What follows belongs to an exercise in optimizing a design on an open flow for small area, a short achievable clock period and few clock cycles per item; a production flow would make more cautious choices.
Where RTL was checked, it was by simulation tests only, not by an equivalence proof against the original.
Power and IR drop assume default switching activity.

Setup of the previous run:
// str_rebuild
module str_rebuild (
  input         clk,
  input         rst,
  input         in_valid,
  output        in_ready,
  input  [31:0] in_data,
  input  [31:0] in_mask,
  output        out_valid,
  input         out_ready,
  output [1:0]  out_n,
  output [4:0]  out_role_a,
  output [31:0] out_data_a,
  output [4:0]  out_role_b,
  output [31:0] out_data_b
);
Size: ~1600 cells after synthesis, ~220 flip-flops, ~150 I/O pins, about 13000 um2 of cells after synthesis.
==> flow/config.mk <==
export PLATFORM = sky130hd
export DESIGN_NAME = str_rebuild
export DESIGN_NICKNAME = str_rebuild
export VERILOG_FILES = /design/flow/design.v
export SDC_FILE = /design/flow/constraint.sdc
export NUM_CORES = 4
export LEC_CHECK = 0
export ABC_AREA = 1
export CAP_MARGIN = 20
export CORE_MARGIN = 2
export CORE_UTILIZATION = 50
export CTS_CLUSTER_DIAMETER = 60
export CTS_CLUSTER_SIZE = 30
export PLACE_DENSITY = 0.65
export SETUP_SLACK_MARGIN = 5
export SLEW_MARGIN = 20
==> flow/constraint.sdc <==
create_clock -name core_clock -period 8.0 [get_ports {clk}]
set_input_delay 1.6000 -clock core_clock [delete_from_list [all_inputs] [get_ports {clk}]]
set_output_delay 1.6000 -clock core_clock [all_outputs]
set_load 0.01 [all_outputs]
standard.sh (not shown) runs the stock make flow with config.mk's settings and CLKGATE_MAP_FILE= SYNTH_SCRIPT=/design/flow/synth_recipe.tcl, a recipe that flattens the netlist after the stock synthesis.
==> flow/flow/run.sh <==
#!/bin/bash
# Standard ORFS layout (the standard.sh) with three changes: the port
# buffers are buf_2 cells instead of the smallest buffer-like cell, the clock
# tree is built without sink clustering (two clkbuf_16 levels), and
# repair_timing aims at a 5.25 ns setup margin (a 2.75 ns period).
set -euo pipefail
export BUFFER_PORTS_ARGS="-buffer_cell sky130_fd_sc_hd__buf_2"
export CTS_ARGS="-repair_clock_nets"
bash standard.sh SETUP_SLACK_MARGIN=5.25 finish > standard.log 2>&1
The following lists how the current run was set up differently from the previous run:
--- a/flow/design.v
+++ b/flow/design.v
@@ -59,21 +59,21 @@
   endfunction
   reg        rdy_r;
   reg [4:0]  role;
   reg [31:2] mask_r;
   reg        e0;           
   reg        er_r;
   reg [1:0]  ecnt;
   reg [4:0]  px, py;
   reg [31:0] ps, h;
-  reg  first, last, r1;    
+  reg  first, last;        
   wire accept = in_valid && rdy_r;
-  wire drop0  = r1 && e0;
+  wire drop0  = (role == 5'd1) && e0;
   wire [4:0] role_n = accept ? role + 5'd1 : role;
   wire [31:0] mm = {mask_r, 2'b00};
   always @(posedge clk) begin
     if (first) begin
       mask_r <= in_mask[31:2];
       e0     <= in_mask[0];
       er_r   <= in_mask[1];
     end else if (accept) begin
       er_r   <= mm[role + 5'd1];
@@ -183,27 +183,25 @@
   end
   wire done   = busy && (lane == 2'd3) && (sub == 3'd5);
   wire ov_n   = done || (ov && !out_ready);
   wire busy_n = load || (busy && !done);
   always @(posedge clk) begin
     if (rst) begin
       role  <= 5'd0;
       first <= 1'b1;
       last  <= 1'b0;
-      r1    <= 1'b0;
       busy  <= 1'b0;
       ov    <= 1'b0;
       rdy_r <= 1'b1;
     end else begin
       role  <= role_n;
       first <= (role_n == 5'd0);
       last  <= (role_n == 5'd31);
-      r1    <= (role_n == 5'd1);
       busy  <= busy_n;
       ov    <= ov_n;
       rdy_r <= !((role_n == 5'd31) && (busy_n || ov_n));
     end
     if (load) begin
       sub  <= 3'd6;
       lane <= 2'd0;
     end else if (busy) begin
       sub  <= sub_n;
--- outcome ---
In the final reports, the cell area of the current run is larger than that of the previous run.
Lower sequential share of layout area among the current run and the previous run: the current run
Summary: with the previous run as the reference, via count in the current run moved up slightly.
The current run and the previous run ended up with nearly the same effective utilization at floorplan.
The current run vs. the previous run: power went up by about 1.6%.
Relative to the previous run, multi-input combinational gate total has increased by 1.1% in the current run.
Going from the previous run to the current run, the sequential cell count was found to have gone down by about 0.46%.
From the current run to the previous run, count of final max-slew check failures did not move at all.
Routed wire in the current run totals more than in the previous run.
Delta (the current run minus the previous run): internal power of the cells rose by 1.1%; worst setup slack +0.019 ns.
No run of this note included a check of the RTL's function; only the layout flow was run.

========
str_rebuild, a different RTL version from the one above (not shown whole).
Size in the first run: roughly 1600 cells after synthesis, about 220 flip-flops, about 150 I/O pins, about 13000 µm² of cells after synthesis.
==> module str_rebuild, before the edit <==
module str_rebuild (
  input         clk,
  input         rst,
  input         in_valid,
  output        in_ready,
  input  [31:0] in_data,
  input  [31:0] in_mask,
  output        out_valid,
  input         out_ready,
  output [1:0]  out_n,
  output [4:0]  out_role_a,
  output [31:0] out_data_a,
  output [4:0]  out_role_b,
  output [31:0] out_data_b
);
  function [7:0] gf_mul(input [7:0] a, input [7:0] b);
    integer i;
    reg [7:0] p, t;
    begin
      p = 8'h00;
      t = a;
      for (i = 0; i < 8; i = i + 1) begin
        if (b[i]) p = p ^ t;
        t = {t[6:0], 1'b0} ^ (t[7] ? 8'h1D : 8'h00);
      end
      gf_mul = p;
    end
  endfunction
  function [7:0] gf_div2(input [7:0] a);
    gf_div2 = {1'b0, a[7:1]} ^ (a[0] ? 8'h8E : 8'h00);
  endfunction
  function [7:0] ainv(input [4:0] k);
    reg [31:0] t0, t1, t2, t3, t4, t5, t6, t7;
    begin
      t0 = 32'h09FE178D;
      t1 = 32'h84FF0BC6;
      t2 = 32'h4B81926E;
      t3 = 32'h2C3EDEBA;
      t4 = 32'h9FE178D0;
      t5 = 32'h4FF0BC68;
      t6 = 32'h27F85E34;
      t7 = 32'h13FC2F1A;
      ainv = {t7[k], t6[k], t5[k], t4[k], t3[k], t2[k], t1[k], t0[k]};
    end
  endfunction
  function [7:0] wtab(input [4:0] k);
    reg [31:0] t0, t1, t2, t3, t4, t5, t6, t7;
    begin
      t0 = 32'h1FD6E992;
      t1 = 32'h5F9D8454;
      t2 = 32'h524738EE;
      t3 = 32'hBE228668;
      t4 = 32'hD4D20CDA;
      t5 = 32'h0C7D2F36;
      t6 = 32'hD0BB6CF2;
      t7 = 32'h3EF2F72E;
      wtab = {t7[k], t6[k], t5[k], t4[k], t3[k], t2[k], t1[k], t0[k]};
    end
  endfunction
  reg        rdy_r;
  reg [4:0]  role;
  reg [31:2] mask_r;
  reg        e0;           
  reg        er_r;
  reg [1:0]  ecnt;
  reg [4:0]  px, py;
  reg [31:0] ps, h;
  reg  first, last;        
  wire accept = in_valid && rdy_r;
  wire drop0  = (role == 5'd1) && e0;
  wire [4:0] role_n = accept ? role + 5'd1 : role;
  wire [31:0] mm = {mask_r, 2'b00};
  always @(posedge clk) begin
    if (first) begin
      mask_r <= in_mask[31:2];
      e0     <= in_mask[0];
      er_r   <= in_mask[1];
    end else if (accept) begin
      er_r   <= mm[role + 5'd1];
    end
  end
  reg [1:0] ecnt_t;
  reg [4:0] px_t, py_t;
  always @(*) begin
    ecnt_t = ecnt;
    px_t   = px;
    py_t   = py;
    if (er_r) begin
      if (ecnt == 2'd0) px_t = role;
      if (ecnt == 2'd1) py_t = role;
      if (ecnt != 2'd3) ecnt_t = ecnt + 2'd1;
    end
  end
  always @(posedge clk) begin
    if (accept) begin
      if (first) begin
        ecnt <= {1'b0, in_mask[0]};
        px   <= 5'd0;
        py   <= 5'd0;
      end else begin
        ecnt <= ecnt_t;
        px   <= px_t;
        py   <= py_t;
      end
    end
  end
  wire        clr    = accept && (first || drop0);
  wire        keep = accept && (first || !er_r);
  wire [31:0] dg   = in_data & {32{keep}};
  wire [31:0] hm = h & {32{!(first || drop0)}};
  integer b;
  always @(posedge clk) begin
    ps <= (ps & {32{!clr}}) ^ dg;
    if (accept && role < 5'd30)
      for (b = 0; b < 4; b = b + 1)
        h[8*b +: 8] <= gf_div2(hm[8*b +: 8]) ^ dg[8*b +: 8];
  end
  reg [31:0] qs;
  always @(*)
    for (b = 0; b < 4; b = b + 1)
      qs[8*b +: 8] = gf_mul(h[8*b +: 8], 8'h30) ^ (er_r ? 8'h00 : in_data[8*b +: 8]);
  reg        busy, ov;
  reg [2:0]  sub;          
  reg [1:0]  lane;
  reg [1:0]  on_r;
  reg [4:0]  ora, orb;
  reg [31:0] ra, rb;
  reg [7:0]  mo_r;
  wire lden = last && rdy_r;
  wire load = accept && last;
  wire two   = (on_r == 2'd2);
  wire c_pq  = two && (ora == 5'd30);
  wire c_xq  = two && (orb == 5'd31) && !c_pq;
  wire c_xp  = two && (orb == 5'd30);
  wire c_xy  = two && (orb < 5'd30);
  wire c_q   = (on_r == 2'd1) && (ora == 5'd31);
  wire c_one = (on_r == 2'd1) && !c_q;
  wire [2:0] sub_n = (sub == 3'd6 || sub == 3'd5) ? 3'd0 : sub + 3'd1;
  wire [4:0] tidx = (sub_n == 3'd0) ? (c_xy ? orb : ora) : ~ora;
  wire [7:0] tinv = ainv(tidx);
  reg  [7:0] coef_n, coef;
  always @(*) begin
    case (sub_n)
      3'd0:    coef_n = (c_xy || c_xp || c_xq) ? tinv : 8'h01;
      3'd2:    coef_n = c_xy ? wtab(orb - ora) : (c_xq ? tinv : 8'h01);
      default: coef_n = c_xq ? 8'hC0 : 8'h01;
    endcase
  end
  wire [7:0] a0    = ra[7:0];
  wire [7:0] b0    = rb[7:0];
  wire       s1    = c_xy || c_xq;
  wire       sva   = c_xy || c_xp || c_q;    
  wire       svb   = c_xy || c_xp;           
  wire       mvb   = c_xq;                   
  wire       keepa = two || c_one;           
  wire       keepb = two;                    
  wire [7:0] va    = sva ? mo_r : (a0 & {8{keepa}});
  wire [7:0] vb    = svb ? (a0 ^ mo_r) : (mvb ? mo_r : (b0 & {8{keepb}}));
  wire [1:0] ecnt_l = ecnt_t;
  wire       many   = (ecnt_l == 2'd3);
  always @(posedge clk) begin
    mo_r <= gf_mul(b0, coef);
    coef <= coef_n;
  end
  always @(posedge clk) begin
    if (lden) begin
      ra   <= ps;
      rb   <= qs;
      on_r <= ecnt_l;
      ora  <= many ? 5'd0 : px_t;
      orb  <= many ? 5'd0 : py_t;
    end else if (busy) begin
      if (sub == 3'd5) begin
        ra <= {va, ra[31:8]};
        rb <= {vb, rb[31:8]};
      end else if (sub == 3'd1 || sub == 3'd3) begin
        rb[7:0] <= mo_r ^ (a0 & {8{s1 && !sub[1]}});
      end
    end
  end
  wire done   = busy && (lane == 2'd3) && (sub == 3'd5);
  wire ov_n   = done || (ov && !out_ready);
  wire busy_n = load || (busy && !done);
  always @(posedge clk) begin
    if (rst) begin
      role  <= 5'd0;
      first <= 1'b1;
      last  <= 1'b0;
      busy  <= 1'b0;
      ov    <= 1'b0;
      rdy_r <= 1'b1;
    end else begin
      role  <= role_n;
      first <= (role_n == 5'd0);
      last  <= (role_n == 5'd31);
      busy  <= busy_n;
      ov    <= ov_n;
      rdy_r <= !((role_n == 5'd31) && (busy_n || ov_n));
    end
    if (load) begin
      sub  <= 3'd6;
      lane <= 2'd0;
    end else if (busy) begin
      sub  <= sub_n;
      if (sub == 3'd5) lane <= lane + 2'd1;
    end
  end
  assign in_ready   = rdy_r;
  assign out_valid  = ov;
  assign out_n      = on_r;
  assign out_role_a = ora;
  assign out_data_a = ra;
  assign out_role_b = orb;
  assign out_data_b = rb;
endmodule
clock: 8.0 ns
lec_check: 0
abc_area: 1
cap_margin: 20
core_margin: 2
core_utilization: 60
cts_cluster_diameter: 60
cts_cluster_size: 30
place_density: 0.75
setup_slack_margin: 5
slew_margin: 20
Scripts as last shown in full above: flow/flow/run.sh
Testbench counts at the start, summed over its fixed seeds: cycles 61,648, columns 1,920.
Rerun with:
--- a/flow/design.v
+++ b/flow/design.v
@@ -134,35 +134,38 @@
   wire c_xp  = two && (orb == 5'd30);
   wire c_xy  = two && (orb < 5'd30);
   wire c_q   = (on_r == 2'd1) && (ora == 5'd31);
   wire c_one = (on_r == 2'd1) && !c_q;
   wire [2:0] sub_n = (sub == 3'd6 || sub == 3'd5) ? 3'd0 : sub + 3'd1;
-  wire [4:0] tidx = (sub_n == 3'd0) ? (c_xy ? orb : ora) : ~ora;
-  wire [7:0] tinv = ainv(tidx);
-  reg  [7:0] coef_n, coef;
+  wire       sel_k2 = (sub == 3'd2 || sub == 3'd3);
+  wire       sel_lo = (sub == 3'd0 || sub == 3'd3);
+  wire [4:0] tidx   = sel_k2 ? ~ora : (c_xy ? orb : ora);
+  wire [7:0] tinv   = ainv(tidx);
+  reg  [7:0] coef_n;
+  reg  [3:0] nib;
   always @(*) begin
-    case (sub_n)
-      3'd0:    coef_n = (c_xy || c_xp || c_xq) ? tinv : 8'h01;
-      3'd2:    coef_n = c_xy ? wtab(orb - ora) : (c_xq ? tinv : 8'h01);
-      default: coef_n = c_xq ? 8'hC0 : 8'h01;
-    endcase
+    if (sel_k2)
+      coef_n = c_xy ? wtab(orb - ora) : (c_xq ? tinv : 8'h01);
+    else
+      coef_n = (c_xy || c_xp || c_xq) ? tinv : 8'h01;
   end
   wire [7:0] a0    = ra[7:0];
   wire [7:0] b0    = rb[7:0];
+  wire       lo    = (sub == 3'd1 || sub == 3'd4);
+  wire [7:0] m     = c_xq ? gf_mul(mo_r, 8'hC0) : mo_r;
   wire       s1    = c_xy || c_xq;
   wire       sva   = c_xy || c_xp || c_q;    
   wire       svb   = c_xy || c_xp;           
-  wire       mvb   = c_xq;                   
   wire       keepa = two || c_one;           
   wire       keepb = two;                    
-  wire [7:0] va    = sva ? mo_r : (a0 & {8{keepa}});
-  wire [7:0] vb    = svb ? (a0 ^ mo_r) : (mvb ? mo_r : (b0 & {8{keepb}}));
+  wire [7:0] va    = sva ? m : (a0 & {8{keepa}});
+  wire [7:0] vb    = svb ? (a0 ^ m) : (m & {8{keepb}});
   wire [1:0] ecnt_l = ecnt_t;
   wire       many   = (ecnt_l == 2'd3);
   always @(posedge clk) begin
-    mo_r <= gf_mul(b0, coef);
-    coef <= coef_n;
+    mo_r <= gf_mul(mo_r & {8{lo}}, 8'h10) ^ gf_mul(b0, {4'd0, nib});
+    nib  <= sel_lo ? coef_n[3:0] : coef_n[7:4];
   end
   always @(posedge clk) begin
     if (lden) begin
       ra   <= ps;
       rb   <= qs;
@@ -171,12 +174,12 @@
       orb  <= many ? 5'd0 : py_t;
     end else if (busy) begin
       if (sub == 3'd5) begin
         ra <= {va, ra[31:8]};
         rb <= {vb, rb[31:8]};
-      end else if (sub == 3'd1 || sub == 3'd3) begin
-        rb[7:0] <= mo_r ^ (a0 & {8{s1 && !sub[1]}});
+      end else if (sub == 3'd2) begin
+        rb[7:0] <= mo_r ^ (a0 & {8{s1}});
       end
     end
   end
   wire done   = busy && (lane == 2'd3) && (sub == 3'd5);
   wire ov_n   = done || (ov && !out_ready);
=>
- worst hold slack loses 0.023 ns
- sequential share of layout area went up by 1.0 points
- synthesized area went down by a few percent
- setup slack loses 0.041 ns
- die area went down by a few percent
- cell area went down by a few percent
- utilization went down by 0.43 points
Testbench counts after the change, summed over its fixed seeds: cycles 61,648, columns 1,920.

========
The RTL this note starts from:
==> flow/design.v <==
module str_rebuild (
  input         clk,
  input         rst,
  input         in_valid,
  output        in_ready,
  input  [31:0] in_data,
  input  [31:0] in_mask,
  output        out_valid,
  input         out_ready,
  output [1:0]  out_n,
  output [4:0]  out_role_a,
  output [31:0] out_data_a,
  output [4:0]  out_role_b,
  output [31:0] out_data_b
);
  function [7:0] gf_mul(input [7:0] a, input [7:0] b);
    integer i;
    reg [7:0] p, t;
    begin
      p = 8'h00;
      t = a;
      for (i = 0; i < 8; i = i + 1) begin
        if (b[i]) p = p ^ t;
        t = {t[6:0], 1'b0} ^ (t[7] ? 8'h1D : 8'h00);
      end
      gf_mul = p;
    end
  endfunction
  function [7:0] gf_div2(input [7:0] a);
    gf_div2 = {1'b0, a[7:1]} ^ (a[0] ? 8'h8E : 8'h00);
  endfunction
  function [7:0] ainv(input [4:0] k);
    reg [31:0] t0, t1, t2, t3, t4, t5, t6, t7;
    begin
      t0 = 32'h09FE178D;
      t1 = 32'h84FF0BC6;
      t2 = 32'h4B81926E;
      t3 = 32'h2C3EDEBA;
      t4 = 32'h9FE178D0;
      t5 = 32'h4FF0BC68;
      t6 = 32'h27F85E34;
      t7 = 32'h13FC2F1A;
      ainv = {t7[k], t6[k], t5[k], t4[k], t3[k], t2[k], t1[k], t0[k]};
    end
  endfunction
  function [7:0] wtab(input [4:0] k);
    reg [31:0] t0, t1, t2, t3, t4, t5, t6, t7;
    begin
      t0 = 32'h1FD6E992;
      t1 = 32'h5F9D8454;
      t2 = 32'h524738EE;
      t3 = 32'hBE228668;
      t4 = 32'hD4D20CDA;
      t5 = 32'h0C7D2F36;
      t6 = 32'hD0BB6CF2;
      t7 = 32'h3EF2F72E;
      wtab = {t7[k], t6[k], t5[k], t4[k], t3[k], t2[k], t1[k], t0[k]};
    end
  endfunction
  reg        rdy_r;
  reg [4:0]  role;
  reg [31:2] mask_r;
  reg        e0;           
  reg        er_r;
  reg [1:0]  ecnt;
  reg [4:0]  px, py;
  reg [31:0] ps, h;
  reg  first, last;        
  wire accept = in_valid && rdy_r;
  wire drop0  = (role == 5'd1) && e0;
  wire [4:0] role_n = accept ? role + 5'd1 : role;
  wire [31:0] mm = {mask_r, 2'b00};
  always @(posedge clk) begin
    if (first) begin
      mask_r <= in_mask[31:2];
      e0     <= in_mask[0];
      er_r   <= in_mask[1];
    end else if (accept) begin
      er_r   <= mm[role + 5'd1];
    end
  end
  reg [1:0] ecnt_t;
  reg [4:0] px_t, py_t;
  always @(*) begin
    ecnt_t = ecnt;
    px_t   = px;
    py_t   = py;
    if (er_r) begin
      if (ecnt == 2'd0) px_t = role;
      if (ecnt == 2'd1) py_t = role;
      if (ecnt != 2'd3) ecnt_t = ecnt + 2'd1;
    end
  end
  always @(posedge clk) begin
    if (accept) begin
      if (first) begin
        ecnt <= {1'b0, in_mask[0]};
        px   <= 5'd0;
        py   <= 5'd0;
      end else begin
        ecnt <= ecnt_t;
        px   <= px_t;
        py   <= py_t;
      end
    end
  end
  wire        clr    = accept && (first || drop0);
  wire        keep = accept && (first || !er_r);
  wire [31:0] dg   = in_data & {32{keep}};
  wire [31:0] hm = h & {32{!(first || drop0)}};
  integer b;
  always @(posedge clk) begin
    ps <= (ps & {32{!clr}}) ^ dg;
    if (accept && role < 5'd30)
      for (b = 0; b < 4; b = b + 1)
        h[8*b +: 8] <= gf_div2(hm[8*b +: 8]) ^ dg[8*b +: 8];
  end
  reg [31:0] qs;
  always @(*)
    for (b = 0; b < 4; b = b + 1)
      qs[8*b +: 8] = gf_mul(h[8*b +: 8], 8'h30) ^ dg[8*b +: 8];
  reg        busy, ov;
  reg [2:0]  sub;          
  reg [1:0]  lane;
  reg [1:0]  on_r;
  reg [4:0]  ora, orb;
  reg [31:0] ra, rb;
  reg [7:0]  mo_r;
  wire lden = last && rdy_r;
  wire load = accept && last;
  wire two   = (on_r == 2'd2);
  wire c_pq  = two && (ora == 5'd30);
  wire c_xq  = two && (orb == 5'd31) && !c_pq;
  wire c_xp  = two && (orb == 5'd30);
  wire c_xy  = two && (orb < 5'd30);
  wire c_q   = (on_r == 2'd1) && (ora == 5'd31);
  wire c_one = (on_r == 2'd1) && !c_q;
  wire [2:0] sub_n = (sub == 3'd6 || sub == 3'd5) ? 3'd0 : sub + 3'd1;
  wire [4:0] tidx = (sub_n == 3'd0) ? (c_xy ? orb : ora) : ~ora;
  wire [7:0] tinv = ainv(tidx);
  reg  [7:0] coef_n, coef;
  always @(*) begin
    case (sub_n)
      3'd0:    coef_n = (c_xy || c_xp || c_xq) ? tinv : 8'h01;
      3'd2:    coef_n = c_xy ? wtab(orb - ora) : (c_xq ? tinv : 8'h01);
      default: coef_n = c_xq ? 8'hC0 : 8'h01;
    endcase
  end
  wire [7:0] a0    = ra[7:0];
  wire [7:0] b0    = rb[7:0];
  wire       s1    = c_xy || c_xq;
  wire       sva   = c_xy || c_xp || c_q;    
  wire       svb   = c_xy || c_xp;           
  wire       mvb   = c_xq;                   
  wire       keepa = two || c_one;           
  wire       keepb = two;                    
  wire [7:0] va    = sva ? mo_r : (a0 & {8{keepa}});
  wire [7:0] vb    = svb ? (a0 ^ mo_r) : (mvb ? mo_r : (b0 & {8{keepb}}));
  wire [1:0] ecnt_l = ecnt_t;
  wire       many   = (ecnt_l == 2'd3);
  always @(posedge clk) begin
    mo_r <= gf_mul(b0, coef);
    coef <= coef_n;
  end
  always @(posedge clk) begin
    if (lden) begin
      ra   <= ps;
      rb   <= qs;
      on_r <= ecnt_l;
      ora  <= many ? 5'd0 : px_t;
      orb  <= many ? 5'd0 : py_t;
    end else if (busy) begin
      if (sub == 3'd5) begin
        ra <= {va, ra[31:8]};
        rb <= {vb, rb[31:8]};
      end else if (sub == 3'd1) begin
        rb[7:0] <= mo_r ^ (a0 & {8{s1}});
      end else if (sub == 3'd3) begin
        rb[7:0] <= mo_r;
      end
    end
  end
  wire done   = busy && (lane == 2'd3) && (sub == 3'd5);
  wire ov_n   = done || (ov && !out_ready);
  wire busy_n = load || (busy && !done);
  always @(posedge clk) begin
    if (rst) begin
      role  <= 5'd0;
      first <= 1'b1;
      last  <= 1'b0;
      busy  <= 1'b0;
      ov    <= 1'b0;
      rdy_r <= 1'b1;
    end else begin
      role  <= role_n;
      first <= (role_n == 5'd0);
      last  <= (role_n == 5'd31);
      busy  <= busy_n;
      ov    <= ov_n;
      rdy_r <= !((role_n == 5'd31) && (busy_n || ov_n));
    end
    if (load) begin
      sub  <= 3'd6;
      lane <= 2'd0;
    end else if (busy) begin
      sub  <= sub_n;
      if (sub == 3'd5) lane <= lane + 2'd1;
    end
  end
  assign in_ready   = rdy_r;
  assign out_valid  = ov;
  assign out_n      = on_r;
  assign out_role_a = ora;
  assign out_data_a = ra;
  assign out_role_b = orb;
  assign out_data_b = rb;
endmodule
Settings: LEC_CHECK=0, ABC_AREA=1, CAP_MARGIN=20, CORE_MARGIN=2, CORE_UTILIZATION=50, CTS_CLUSTER_DIAMETER=60, CTS_CLUSTER_SIZE=30, PLACE_DENSITY=0.65, SETUP_SLACK_MARGIN=5, SLEW_MARGIN=20; clock period 8.0 ns.
Scripts as last shown in full above: flow/flow/run.sh
Change:
--- a/flow/design.v
+++ b/flow/design.v
@@ -117,9 +117,9 @@
   end
   reg [31:0] qs;
   always @(*)
     for (b = 0; b < 4; b = b + 1)
-      qs[8*b +: 8] = gf_mul(h[8*b +: 8], 8'h30) ^ dg[8*b +: 8];
+      qs[8*b +: 8] = gf_mul(h[8*b +: 8], 8'h30) ^ (er_r ? 8'h00 : in_data[8*b +: 8]);
   reg        busy, ov;
   reg [2:0]  sub;          
   reg [1:0]  lane;
   reg [1:0]  on_r;
@@ -172,12 +172,10 @@
     end else if (busy) begin
       if (sub == 3'd5) begin
         ra <= {va, ra[31:8]};
         rb <= {vb, rb[31:8]};
-      end else if (sub == 3'd1) begin
-        rb[7:0] <= mo_r ^ (a0 & {8{s1}});
-      end else if (sub == 3'd3) begin
-        rb[7:0] <= mo_r;
+      end else if (sub == 3'd1 || sub == 3'd3) begin
+        rb[7:0] <= mo_r ^ (a0 & {8{s1 && !sub[1]}});
       end
     end
   end
   wire done   = busy && (lane == 2'd3) && (sub == 3'd5);
Wire length came out higher by 3.6%. Non-clock buffer count rose by 16. Clock skew rises by 3.0 ps. Synthesized cell count rises by 3.5%. Core utilization fell by 0.39 points. Hold slack is better by 6.3 ps. Clock-buffer cell count shrinks by 1. Maximum frequency climbs by 0.55%.
Testbench counts after the change, summed over its fixed seeds: cycles 61,648, columns 1,920.
Only the layout flow was run in the first run of this note; the RTL was not checked for function there.

afterwards: timing with drivers on the ports:
How much do the figures lean on ideal ports? The routed layouts below were timed once more, with nothing changed but the port constraints.
Step 1: set_driving_cell puts a clkbuf_16 on clk and a buf_2 on each other input, an assumption about the parent block.
Step 2 times the ports against the registers' clock, not the clock port: input delays grow and output delays shrink by t, the midpoint of the rising clock arrivals with the driver on.
a / b / c = ideal ports / drivers / drivers and shift; a / b = the first two.
| run | t (ns) | slack for setup (ns) | cell pins on the clock port's net |
|---|---|---|---|
| the previous run | 0.487 | 5.256 / 5.204 / 4.886 | 1 |
| the current run | 0.486 | 5.275 / 5.225 / 5.049 | 1 |
| the first run of note 2 | 0.480 | 5.282 / 5.235 / 5.011 | 1 |
| the second run of note 2 | 0.488 | 5.241 / 5.191 / 4.983 | 1 |
| the first run of note 3 | 0.488 | 5.256 / 5.222 / 4.783 | 1 |
| the second run of note 3 | 0.489 | 5.271 / 5.220 / 4.951 | 1 |
After both steps every run listed still meets setup and hold. The setup slack of the first run of note 3, which loses most, moves by -0.034 ns with the drivers and by -0.473 ns with both steps.
